What follows belongs to an exercise in optimizing a design on an open flow for small area, a short achievable clock period and few clock cycles per item; a production flow would make more cautious choices. Where RTL was checked, it was by simulation tests only, not by an equivalence proof against the original.

==> run E <==
Design tau_arith, start of the top module:
module tau_arith (
    input  wire        clk,
    input  wire        rst,           
    input  wire        in_valid,
    output wire        in_ready,
    input  wire        in_fn,         
    input  wire [63:0] in_a,
    input  wire [63:0] in_b,
    output reg         out_valid,
    output reg  [63:0] out_result,
    output reg         out_range
);
    localparam [31:0] NS_PER_SEC = 32'd1_000_000_000;
    localparam [24:0] D5         = 25'd1_953_125;           
    reg        s1_v;
    reg        s1_fn;
    reg        s1_rng;            
    reg        s1_m1, s1_m3;      
    reg [10:0] s1_kc;            
    reg [31:0] s1_ahi;            
    reg [31:0] s1_d;              
    reg [31:0] s1_bhi;            
    reg [31:0] s1_xlo;            
    reg [29:0] s1_alo;            
    reg        busy;              
    reg  [3:0] cnt;               
    reg [35:0] dq;                
    wire last = (cnt == 4'd1);
    assign in_ready = busy ? last : !(s1_v && !s1_fn && !s1_rng);
    wire [20:0] rem  = out_result[29:9];
    wire [24:0] rp   = {rem, dq[35:32]};
    wire [16:0] ge;
    genvar gi;
    assign ge[0]  = 1'b1;
    assign ge[16] = 1'b0;
    generate
        for (gi = 1; gi < 16; gi = gi + 1) begin : g_cmp
            assign ge[gi] = (rp >= gi * D5);
        end
    endgenerate
    wire [15:0] sel = ge[15:0] & ~ge[16:1];
    reg [3:0]  d;
    reg [20:0] k, kp;
    integer j;
    always @(*) begin
        d = 4'd0;
        k = 21'd0;
        for (j = 0; j < 16; j = j + 1) begin
            case (j)
                4'd0: kp = 21'd0;
                4'd1: kp = 21'd144027;
                4'd2: kp = 21'd288054;
                4'd3: kp = 21'd432081;
                4'd4: kp = 21'd576108;
                4'd5: kp = 21'd720135;
                4'd6: kp = 21'd864162;
                4'd7: kp = 21'd1008189;
                4'd8: kp = 21'd1152216;
                4'd9: kp = 21'd1296243;
                4'd10: kp = 21'd1440270;
                4'd11: kp = 21'd1584297;
                4'd12: kp = 21'd1728324;
                4'd13: kp = 21'd1872351;
  ...
Settings: LEC_CHECK=0, CAP_MARGIN=20, CORE_MARGIN=2, CORE_UTILIZATION=40, SLEW_MARGIN=20; clock period 14.0 ns.
standard.sh (not shown) runs the stock make flow with config.mk's settings and CLKGATE_MAP_FILE= SYNTH_SCRIPT=/design/flow/synth_recipe.tcl, a recipe that flattens the netlist after the stock synthesis.
==> flow/flow/run.sh <==
#!/bin/bash
# The standard layout, with repair_timing asked for more setup slack than the
# clock period needs, so that it sizes the critical paths up.
set -euo pipefail
bash standard.sh SETUP_SLACK_MARGIN=9 finish > standard_make.log 2>&1
==> run G: changes against run E <==
--- a/flow/flow/run.sh
+++ b/flow/flow/run.sh
@@ -4,2 +4,2 @@
 set -euo pipefail
-bash standard.sh SETUP_SLACK_MARGIN=9 finish > standard_make.log 2>&1
+bash standard.sh SETUP_SLACK_MARGIN=7 finish > standard_make.log 2>&1
==> run F: changes against run E <==
==> flow/run.sh (new file) <==
#!/bin/bash
# synth_recipe.tcl (not shown) runs the flow's synth.tcl, then flattens the netlist and writes it again
# the make line also repeats each setting of config.mk as NAME=value (left out here)
make -C /OpenROAD-flow-scripts/flow DESIGN_CONFIG=/design/flow/config.mk WORK_HOME=/design/flow/orfs CLKGATE_MAP_FILE= SYNTH_SCRIPT=/design/flow/synth_recipe.tcl finish
removed: flow/flow/run.sh
removed: flow/standard.sh
==> summary.txt <==
Maximum frequency: run F < run G < run E.
Against run G, the critical path depth of run E is higher by 4.
The highest clock skew belongs to run E, the lowest to run G.
Via count: run F < run G < run E.
Synthesized area is the same in run G and run F.
In sequential cell count, run F and run E do not differ.
Design area, highest first: run E, run G, run F.
Testbench counts of run E, summed over its fixed seeds: cycles 44,315, items 16,000.
Testbench counts of run G, summed over its fixed seeds: cycles 44,315, items 16,000.
Testbench counts of run F, summed over its fixed seeds: cycles 44,315, items 16,000.

========
==> 01-25 <==
Another version of the RTL of tau_arith (not shown whole).
## tau_arith
module tau_arith (
    input  wire        clk,
    input  wire        rst,           
    input  wire        in_valid,
    output wire        in_ready,
    input  wire        in_fn,         
    input  wire [63:0] in_a,
    input  wire [63:0] in_b,
    output reg         out_valid,
    output reg  [63:0] out_result,
    output reg         out_range
);
Settings: LEC_CHECK=0, CAP_MARGIN=20, CORE_MARGIN=2, CORE_UTILIZATION=40, SLEW_MARGIN=20; clock period 14.0 ns.
==> flow/flow/run.sh <==
#!/bin/bash
# The standard layout, with repair_timing asked for more setup slack than the
# clock period needs (so that it sizes the critical paths up), and the port
# buffers made with sky130_fd_sc_hd__buf_2.
set -euo pipefail
bash standard.sh SETUP_SLACK_MARGIN=7.5 "BUFFER_PORTS_ARGS=-buffer_cell sky130_fd_sc_hd__buf_2" finish > standard_make.log 2>&1
==> 05-17: changes against 01-25 <==
==> flow/flow/run.sh (replaced) <==
#!/bin/bash
# The standard layout, with repair_timing asked for more setup slack than the
# clock period needs (so that it sizes the critical paths up), and the port
# buffers made with sky130_fd_sc_hd__buf_2.
set -euo pipefail
bash standard.sh SETUP_SLACK_MARGIN=8 "BUFFER_PORTS_ARGS=-buffer_cell sky130_fd_sc_hd__buf_2" finish > standard_make.log 2>&1
==> 07-08: changes against 01-25 <==
--- a/flow/design.v
+++ b/flow/design.v
@@ -24,53 +24,19 @@
     reg [29:0] s1_alo;            
     reg        s2_v;              
     reg        s2_fn, s2_rng, s2_m1, s2_m3;
     reg [31:0] s2_ahi;
     reg [64:0] s2_a, s2_b;        
     reg        busy;              
-    reg        wres;              
-    reg  [2:0] cnt;               
+    reg  [3:0] cnt;               
     reg [34:0] dq;                
-    reg [20:0] w_r;               
-    reg [31:0] w_sec;             
-    reg  [8:0] w_lo;              
-    reg  [1:0] w_x;               
-    reg        w_rng;             
-    wire        in_abad = (in_a[31:0] >= NS_PER_SEC);
-    wire        in_bbad = (in_b[31:0] >= NS_PER_SEC);
-    wire        in_m1   = (&in_b[63:31]) | ~(|in_b[63:31]);    
-    wire        in_m3   = (&in_b[63:40]) | ~(|in_b[63:40]);    
-    wire last  = busy & (cnt == 3'd1);
-    wire s2_add = s2_v & ~s2_fn & ~s2_rng;
-    wire s2_res = s2_v & (s2_fn | s2_rng);
-    wire [2:0] cnt_set = s2_m1 ? 3'd1 : s2_m3 ? 3'd3 : 3'd7;
-    wire busy_n  = s2_add | (busy & ~last);
-    wire wres_n  = s2_res;
-    wire [2:0] cnt1  = s2_add ? cnt_set : (cnt - 3'd1);
-    wire       last1 = busy_n & (cnt1 == 3'd1);
+    wire last   = (cnt == 4'd1);
     wire s1_add = s1_v & ~s1_fn & ~s1_rng;
-    wire s1_res = s1_v & (s1_fn | s1_rng);
-    reg        rdy;
-    assign in_ready = rdy;
-    wire [2:0] n_cnt    = s2_add ? cnt_set : busy ? (cnt - 3'd1) : cnt;
-    wire       n_busy   = ~rst & busy_n;
-    wire       n_last   = n_busy & (n_cnt == 3'd1);
-    wire       n_s2_add = ~rst & s1_add;
-    wire [2:0] n_set2   = s1_m1 ? 3'd1 : s1_m3 ? 3'd3 : 3'd7;
-    wire       n_busy1  = n_s2_add | (n_busy & ~n_last);
-    wire [2:0] n_cnt1   = n_s2_add ? n_set2 : (n_cnt - 3'd1);
-    wire       n_last1  = n_busy1 & (n_cnt1 == 3'd1);
-    wire       n_s1_v   = ~rst & in_valid & rdy;
-    wire       n_s1_add = n_s1_v & ~in_fn & ~in_abad;
-    wire [2:0] n_set1   = in_m1 ? 3'd1 : in_m3 ? 3'd3 : 3'd7;
-    wire [2:0] n_cnt2   = n_s1_add ? n_set1 : (n_cnt1 - 3'd1);
-    wire       n_busy2  = n_s1_add | (n_busy1 & ~n_last1);
-    wire       n_last2  = n_busy2 & (n_cnt2 == 3'd1);
-    always @(posedge clk)
-        rdy <= ~n_busy2 | n_last2;
-    wire [20:0] rem  = w_r;
+    wire s2_add = s2_v & ~s2_fn & ~s2_rng;
+    assign in_ready = ~s1_add & (s2_add ? s2_m1 : (~busy | (cnt <= 4'd2)));
+    wire [20:0] rem  = out_result[29:9];
     wire [25:0] rp   = {rem, dq[34:30]};
     wire [32:0] ge;
     genvar gi;
     assign ge[0]  = 1'b1;
     assign ge[32] = 1'b0;
     generate
@@ -125,13 +91,13 @@
                 d = d | j[4:0];
                 k = k | kp;
             end
         end
     end
     wire [31:0] dn    = ~s1_d;
-    wire [31:0] sec_b = w_sec;
+    wire [31:0] sec_b = out_result[63:32];
     wire sdg_1 = in_a[32] & ~in_b[32];
     wire sdp_2 = in_a[32] ^ ~in_b[32];
     wire sdg_3 = in_a[33] & ~in_b[33];
     wire sdp_4 = in_a[33] ^ ~in_b[33];
     wire sdg_5 = in_a[34] & ~in_b[34];
     wire sdp_6 = in_a[34] ^ ~in_b[34];
@@ -2463,12 +2429,16 @@
     wire shy_2326 = shp_2179 ^ (shg_2270 | shp_2271);
     wire shy_2327 = shp_2181 ^ (shg_2232 | shp_2233);
     wire shy_2328 = shp_2183 ^ (shg_2272 | shp_2273);
     wire shy_2329 = shp_2185 ^ (shg_2248 | shp_2249);
     wire [26:0] ph0 = {shx_2302, shx_2301, shx_2300, shx_2299, shx_2298, shx_2297, shx_2296, shx_2295, shx_2294, shx_2293, shx_2292, shx_2291, shx_2290, shx_2289, shx_2288, shx_2287, shx_2286, shx_2285, shx_2284, shx_2283, shx_2282, shx_2281, shx_2280, shx_2279, shx_2278, shx_2277, shx_2276};
     wire [26:0] ph1 = {shy_2329, shy_2328, shy_2327, shy_2326, shy_2325, shy_2324, shy_2323, shy_2322, shy_2321, shy_2320, shy_2319, shy_2318, shy_2317, shy_2316, shy_2315, shy_2314, shy_2313, shy_2312, shy_2311, shy_2310, shy_2309, shy_2308, shy_2307, shy_2306, shy_2305, shy_2304, shy_2303};
+    wire        in_abad = (in_a[31:0] >= NS_PER_SEC);
+    wire        in_bbad = (in_b[31:0] >= NS_PER_SEC);
+    wire        in_m1   = (&in_b[63:31]) | ~(|in_b[63:31]);    
+    wire        in_m3   = (&in_b[63:40]) | ~(|in_b[63:40]);    
     wire [3:0]  in_k    = {in_fn, ~in_fn & ~in_m3, ~in_fn & ~in_m1 & in_m3, ~in_fn & in_m1};
     always @(posedge clk) begin
         s1_fn  <= in_fn;
         s1_rng <= in_abad | (in_fn & in_bbad);
         s1_m1  <= in_m1;
         s1_m3  <= in_m3;
@@ -2506,59 +2476,61 @@
         else
             s2_v <= s1_v;
     end
     wire [55:0] u_v = sum[64:9];
     reg  [20:0] r_init;
     reg  [34:0] dq_init;
+    reg  [3:0]  cnt_init;
     always @(*) begin
         if (s2_m1) begin
             r_init   = {1'b0, u_v[24:5]};
             dq_init  = {u_v[4:0], 30'd0};
+            cnt_init = 4'd1;
         end else if (s2_m3) begin
             r_init   = {3'b0, u_v[32:15]};
             dq_init  = {u_v[14:0], 20'd0};
+            cnt_init = 4'd3;
         end else begin
             r_init   = u_v[55:35];
             dq_init  = u_v[34:0];
+            cnt_init = 4'd7;
         end
     end
     wire [5:0]  pl    = {1'b0, sec_b[4:0]} + {1'b0, d};
     wire [31:0] sec_v = {pl[5] ? ph1 : ph0, pl[4:0]};
     always @(posedge clk) begin
-        if (last) begin
-            out_result <= {sec_v, 2'b00, r_step, w_lo};
-            out_range  <= 1'b0;
-        end else begin
-            out_result <= {w_sec, w_x, w_r, w_lo};
-            out_range  <= w_rng;
-        end
-    end
-    always @(posedge clk) begin
         if (rst) begin
             busy      <= 1'b0;
-            wres      <= 1'b0;
             out_valid <= 1'b0;
-        end else begin
-            if (busy) begin
-                dq  <= {dq[29:0], d};
-                cnt <= cnt - 3'd1;
-                w_r <= r_step;
+        end else if (busy) begin
+            dq  <= {dq[29:0], d};
+            cnt <= cnt - 4'd1;
+            out_result[29:9] <= r_step;
+            if (last) begin
+                out_result[63:32] <= sec_v;
+                busy      <= 1'b0;
+                out_valid <= 1'b1;
+                out_range <= 1'b0;
+            end else begin
+                out_valid <= 1'b0;
             end
-            out_valid <= last | wres;
-            busy <= busy_n;
-            wres <= wres_n;
-            if (s2_add) begin
-                cnt   <= cnt_set;
-                dq    <= dq_init;
-                w_r   <= r_init;
-                w_sec <= sec_k;
-                w_lo  <= sum[8:0];
-            end else if (wres_n) begin
-                w_sec <= s2_rng ? 32'd0 : sum[63:32];
-                w_x   <= s2_rng ? 2'd0 : sum[31:30];
-                w_r   <= s2_rng ? 21'd0 : sum[29:9];
-                w_lo  <= s2_rng ? 9'd0 : sum[8:0];
-                w_rng <= s2_rng;
+        end else if (s2_v) begin
+            if (s2_rng) begin
+                out_valid  <= 1'b1;
+                out_result <= 64'd0;
+                out_range  <= 1'b1;
+            end else if (s2_fn) begin
+                out_valid  <= 1'b1;
+                out_result <= sum[63:0];
+                out_range  <= 1'b0;
+            end else begin
+                out_valid  <= 1'b0;
+                busy       <= 1'b1;
+                cnt        <= cnt_init;
+                dq         <= dq_init;
+                out_result <= {sec_k, 2'b00, r_init, sum[8:0]};
             end
+        end else begin
+            out_valid <= 1'b0;
         end
     end
 endmodule
==> summary.txt <==
Synthesized cell count: 05-17 is higher than 07-08 (0.37%).
Fmax, lowest first: 01-25, 07-08, 05-17.
01-25 finished clean. 07-08 passed the timing, design-rule and antenna checks. 05-17 completed with no timing, DRC or antenna violations.
Cell count: 07-08 < 01-25 < 05-17.
The lowest via count belongs to 01-25, the highest to 07-08.
==> figures <==
Proportion of cell area occupied by multi-input gates: 01-25 53.7%; 05-17 53.8%; 07-08 55.7%
1st-iter DRT viols: 01-25 2,120; 05-17 2,179; 07-08 2,425
Crit path from: 01-25 w_r[4]; 05-17 w_r[4]; 07-08 out_result[18]
Run status: 01-25 finished clean; 05-17 finished clean; 07-08 finished clean
# resized after CTS: 01-25 25; 05-17 112; 07-08 3
FF-to-FF Start: 01-25 w_r[4]; 05-17 w_r[4]; 07-08 out_result[18]
Area of all placed cells without fillers: 01-25 38,700 um2; 05-17 39,700 um2; 07-08 37,100 um2
Most common cell type on the critical path: 01-25 -; 05-17 sky130_fd_sc_hd__a21oi_2; 07-08 sky130_fd_sc_hd__a21o_1
ANT cells: 01-25 1; 05-17 2; 07-08 1
Vias/cell: 01-25 5.50; 05-17 5.50; 07-08 5.66
Grt met2 use: 01-25 43.9%; 05-17 44.3%; 07-08 43.6%
Testbench counts of 01-25, summed over its fixed seeds: cycles 32,160, items 16,000.
Testbench counts of 05-17, summed over its fixed seeds: cycles 32,160, items 16,000.
Function not checked in 07-08: the RTL went through the layout flow alone.

========
==> delta <==
tau_arith, a different RTL version from the one above (not shown whole).
## tau_arith
module tau_arith (
    input  wire        clk,
    input  wire        rst,           
    input  wire        in_valid,
    output wire        in_ready,
    input  wire        in_fn,         
    input  wire [63:0] in_a,
    input  wire [63:0] in_b,
    output reg         out_valid,
    output reg  [63:0] out_result,
    output reg         out_range
);
export LEC_CHECK = 0
export CAP_MARGIN = 20
export CORE_MARGIN = 2
export CORE_UTILIZATION = 40
export SLEW_MARGIN = 20
create_clock -name core_clock -period 14.0 [get_ports {clk}]
==> flow/flow/run.sh <==
#!/bin/bash
# The standard layout, with repair_timing asked for more setup slack than the
# clock period needs (so that it sizes the critical paths up), and the port
# buffers made with sky130_fd_sc_hd__buf_2.
set -euo pipefail
bash standard.sh SETUP_SLACK_MARGIN=8 "BUFFER_PORTS_ARGS=-buffer_cell sky130_fd_sc_hd__buf_2" finish > standard_make.log 2>&1
==> inputs of willow, as changes to delta <==
--- a/flow/design.v
+++ b/flow/design.v
@@ -25,53 +25,17 @@
     reg        s2_v;              
     reg        s2_fn, s2_rng, s2_m1, s2_m3;
     reg [31:0] s2_ahi;
     reg [64:0] s2_a, s2_b;        
     reg        busy;              
-    reg        wres;              
-    reg  [2:0] cnt;               
+    reg  [3:0] cnt;               
     reg [34:0] dq;                
-    reg [20:0] w_r;               
-    reg [31:0] w_sec;             
-    reg  [8:0] w_lo;              
-    reg  [1:0] w_x;               
-    reg        w_rng;             
-    wire        in_abad = (in_a[31:0] >= NS_PER_SEC);
-    wire        in_bbad = (in_b[31:0] >= NS_PER_SEC);
-    wire        in_m1   = (&in_b[63:31]) | ~(|in_b[63:31]);    
-    wire        in_m3   = (&in_b[63:40]) | ~(|in_b[63:40]);    
-    wire last  = busy & (cnt == 3'd1);
-    wire s2_add = s2_v & ~s2_fn & ~s2_rng;
-    wire s2_res = s2_v & (s2_fn | s2_rng);
-    wire [2:0] cnt_set = s2_m1 ? 3'd1 : s2_m3 ? 3'd3 : 3'd7;
-    wire busy_n  = s2_add | (busy & ~last);
-    wire wres_n  = s2_res & last;
-    wire [2:0] cnt1  = s2_add ? cnt_set : (cnt - 3'd1);
-    wire       last1 = busy_n & (cnt1 == 3'd1);
+    wire last   = (cnt == 4'd1);
     wire s1_add = s1_v & ~s1_fn & ~s1_rng;
-    wire s1_res = s1_v & (s1_fn | s1_rng);
-    reg        rdy;
-    assign in_ready = rdy;
-    wire [2:0] n_cnt    = s2_add ? cnt_set : busy ? (cnt - 3'd1) : cnt;
-    wire       n_busy   = ~rst & busy_n;
-    wire       n_last   = n_busy & (n_cnt == 3'd1);
-    wire       n_s2_add = ~rst & s1_add;
-    wire [2:0] n_set2   = s1_m1 ? 3'd1 : s1_m3 ? 3'd3 : 3'd7;
-    wire       n_busy1  = n_s2_add | (n_busy & ~n_last);
-    wire [2:0] n_cnt1   = n_s2_add ? n_set2 : (n_cnt - 3'd1);
-    wire       n_last1  = n_busy1 & (n_cnt1 == 3'd1);
-    wire       n_s1_v   = ~rst & in_valid & rdy;
-    wire       n_s1_add = n_s1_v & ~in_fn & ~in_abad;
-    wire       n_s1_res = n_s1_v & (in_fn | in_abad);
-    wire [2:0] n_set1   = in_m1 ? 3'd1 : in_m3 ? 3'd3 : 3'd7;
-    wire [2:0] n_cnt2   = n_s1_add ? n_set1 : (n_cnt1 - 3'd1);
-    wire       n_busy2  = n_s1_add | (n_busy1 & ~n_last1);
-    wire       n_last2  = n_busy2 & (n_cnt2 == 3'd1);
-    wire       n_wres2  = n_s1_res & n_last1;
-    always @(posedge clk)
-        rdy <= (~n_busy2 | n_last2) & (~n_wres2 | n_last2);
-    wire [20:0] rem  = w_r;
+    wire s2_add = s2_v & ~s2_fn & ~s2_rng;
+    assign in_ready = ~s1_add & (s2_add ? s2_m1 : (~busy | (cnt <= 4'd2)));
+    wire [20:0] rem  = out_result[29:9];
     wire [25:0] rp   = {rem, dq[34:30]};
     wire [32:0] ge;
     genvar gi;
     assign ge[0]  = 1'b1;
     assign ge[32] = 1'b0;
@@ -128,11 +92,11 @@
                 k = k | kp;
             end
         end
     end
     wire [31:0] dn    = ~s1_d;
-    wire [31:0] sec_b = w_sec;
+    wire [31:0] sec_b = out_result[63:32];
     wire sdg_1 = in_a[32] & ~in_b[32];
     wire sdp_2 = in_a[32] ^ ~in_b[32];
     wire sdg_3 = in_a[33] & ~in_b[33];
     wire sdp_4 = in_a[33] ^ ~in_b[33];
     wire sdg_5 = in_a[34] & ~in_b[34];
@@ -2466,10 +2430,14 @@
     wire shy_2327 = shp_2181 ^ (shg_2232 | shp_2233);
     wire shy_2328 = shp_2183 ^ (shg_2272 | shp_2273);
     wire shy_2329 = shp_2185 ^ (shg_2248 | shp_2249);
     wire [26:0] ph0 = {shx_2302, shx_2301, shx_2300, shx_2299, shx_2298, shx_2297, shx_2296, shx_2295, shx_2294, shx_2293, shx_2292, shx_2291, shx_2290, shx_2289, shx_2288, shx_2287, shx_2286, shx_2285, shx_2284, shx_2283, shx_2282, shx_2281, shx_2280, shx_2279, shx_2278, shx_2277, shx_2276};
     wire [26:0] ph1 = {shy_2329, shy_2328, shy_2327, shy_2326, shy_2325, shy_2324, shy_2323, shy_2322, shy_2321, shy_2320, shy_2319, shy_2318, shy_2317, shy_2316, shy_2315, shy_2314, shy_2313, shy_2312, shy_2311, shy_2310, shy_2309, shy_2308, shy_2307, shy_2306, shy_2305, shy_2304, shy_2303};
+    wire        in_abad = (in_a[31:0] >= NS_PER_SEC);
+    wire        in_bbad = (in_b[31:0] >= NS_PER_SEC);
+    wire        in_m1   = (&in_b[63:31]) | ~(|in_b[63:31]);    
+    wire        in_m3   = (&in_b[63:40]) | ~(|in_b[63:40]);    
     wire [3:0]  in_k    = {in_fn, ~in_fn & ~in_m3, ~in_fn & ~in_m1 & in_m3, ~in_fn & in_m1};
     always @(posedge clk) begin
         s1_fn  <= in_fn;
         s1_rng <= in_abad | (in_fn & in_bbad);
         s1_m1  <= in_m1;
@@ -2509,61 +2477,60 @@
             s2_v <= s1_v;
     end
     wire [55:0] u_v = sum[64:9];
     reg  [20:0] r_init;
     reg  [34:0] dq_init;
+    reg  [3:0]  cnt_init;
     always @(*) begin
         if (s2_m1) begin
             r_init   = {1'b0, u_v[24:5]};
             dq_init  = {u_v[4:0], 30'd0};
+            cnt_init = 4'd1;
         end else if (s2_m3) begin
             r_init   = {3'b0, u_v[32:15]};
             dq_init  = {u_v[14:0], 20'd0};
+            cnt_init = 4'd3;
         end else begin
             r_init   = u_v[55:35];
             dq_init  = u_v[34:0];
+            cnt_init = 4'd7;
         end
     end
     wire [5:0]  pl    = {1'b0, sec_b[4:0]} + {1'b0, d};
     wire [31:0] sec_v = {pl[5] ? ph1 : ph0, pl[4:0]};
     always @(posedge clk) begin
-        if (last) begin
-            out_result <= {sec_v, 2'b00, r_step, w_lo};
-            out_range  <= 1'b0;
-        end else if (wres) begin
-            out_result <= {w_sec, w_x, w_r, w_lo};
-            out_range  <= w_rng;
-        end else begin
-            out_result <= s2_rng ? 64'd0 : sum[63:0];
-            out_range  <= s2_rng;
-        end
-    end
-    always @(posedge clk) begin
         if (rst) begin
             busy      <= 1'b0;
-            wres      <= 1'b0;
             out_valid <= 1'b0;
-        end else begin
-            if (busy) begin
-                dq  <= {dq[29:0], d};
-                cnt <= cnt - 3'd1;
-                w_r <= r_step;
+        end else if (busy) begin
+            dq  <= {dq[29:0], d};
+            cnt <= cnt - 4'd1;
+            out_result[29:9] <= r_step;
+            if (last) begin
+                out_result[63:32] <= sec_v;
+                busy      <= 1'b0;
+                out_valid <= 1'b1;
+                out_range <= 1'b0;
+            end else begin
+                out_valid <= 1'b0;
             end
-            out_valid <= last | wres | s2_res;
-            busy <= busy_n;
-            wres <= wres_n;
-            if (s2_add) begin
-                cnt   <= cnt_set;
-                dq    <= dq_init;
-                w_r   <= r_init;
-                w_sec <= sec_k;
-                w_lo  <= sum[8:0];
-            end else if (wres_n) begin
-                w_sec <= s2_rng ? 32'd0 : sum[63:32];
-                w_x   <= s2_rng ? 2'd0 : sum[31:30];
-                w_r   <= s2_rng ? 21'd0 : sum[29:9];
-                w_lo  <= s2_rng ? 9'd0 : sum[8:0];
-                w_rng <= s2_rng;
+        end else if (s2_v) begin
+            if (s2_rng) begin
+                out_valid  <= 1'b1;
+                out_result <= 64'd0;
+                out_range  <= 1'b1;
+            end else if (s2_fn) begin
+                out_valid  <= 1'b1;
+                out_result <= sum[63:0];
+                out_range  <= 1'b0;
+            end else begin
+                out_valid  <= 1'b0;
+                busy       <= 1'b1;
+                cnt        <= cnt_init;
+                dq         <= dq_init;
+                out_result <= {sec_k, 2'b00, r_init, sum[8:0]};
             end
+        end else begin
+            out_valid <= 1'b0;
         end
     end
 endmodule
==> flow/flow/run.sh (replaced) <==
#!/bin/bash
# The standard layout, with repair_timing asked for more setup slack than the
# clock period needs (so that it sizes the critical paths up), and the port
# buffers made with sky130_fd_sc_hd__buf_2.
set -euo pipefail
bash standard.sh SETUP_SLACK_MARGIN=9 "BUFFER_PORTS_ARGS=-buffer_cell sky130_fd_sc_hd__buf_2" finish > standard_make.log 2>&1
==> metrics.cfg <==
[timing]
slew_headroom = 0.273
fin_crit_sh = 0.398

[critical_path]
reg2reg_to = out_result[25]
cp_slowest_stage_delay_ps = 530

[floorplanning]
fp.dieH_um = 291

[yosys]
synth_nets = 4161
synth_common_cells = 479 x inv_1, 340 x dfxtp_1, 316 x fa_1

[run_status]
status = finished clean

[end of results for willow]
==> metrics.cfg <==
[run_status]
status = finished clean

[floorplanning]
fp.dieH_um = 299

[critical_path]
reg2reg_to = w_r[19]

[timing]
fin_crit_sh = 0.426
slew_headroom = 0.119

[yosys]
synth_nets = 4333
synth_common_cells = 471 x inv_1, 407 x dfxtp_1, 316 x fa_1

[end of results for delta]
No functional check of the RTL was part of any run of this note.

[re-timing with driven ports]
In the flow no input, the clock included, has a driving cell. The finished layouts below were timed again as built, in two steps.
Step 1 (the two cells are an assumption about what drives the block):
set clk [get_ports {clk}]
set_driving_cell -lib_cell sky130_fd_sc_hd__clkbuf_16 $clk
set_driving_cell -lib_cell sky130_fd_sc_hd__buf_2 [delete_from_list [all_inputs] $clk]
Step 2 times the ports against the registers' clock, not the clock port: input delays grow and output delays shrink by t, the midpoint of the rising clock arrivals with the driver on.
Slacks: no drivers / after step 1 / after step 2; pairs: no drivers / after step 1.
run	t (ns)	setup slack, ns	worst setup path after step 2	slew at the worst register clock pin (ns)	pins driven straight from the clock port
run E	0.612	7.483 / 7.483 / 7.483	register to register	0.07 / 0.07	1
run G	0.606	7.170 / 7.170 / 7.165	input to register	0.07 / 0.07	1
run F	0.604	6.578 / 6.578 / 6.578	register to register	0.06 / 0.06	1
01-25	0.712	7.650 / 7.650 / 7.650	register to register	0.07 / 0.07	1
05-17	0.714	8.023 / 8.023 / 7.964	input to register	0.07 / 0.07	1
07-08	0.656	7.766 / 7.766 / 7.500	input to register	0.07 / 0.07	1
delta	0.712	8.032 / 8.032 / 7.998	input to register	0.07 / 0.07	1
willow	0.648	8.422 / 8.422 / 8.422	register to register	0.07 / 0.07	1
After both steps setup and hold are still met in every run listed. The setup slack of 07-08, which loses most, moves by 0.000 ns with the drivers and by -0.266 ns with both steps.
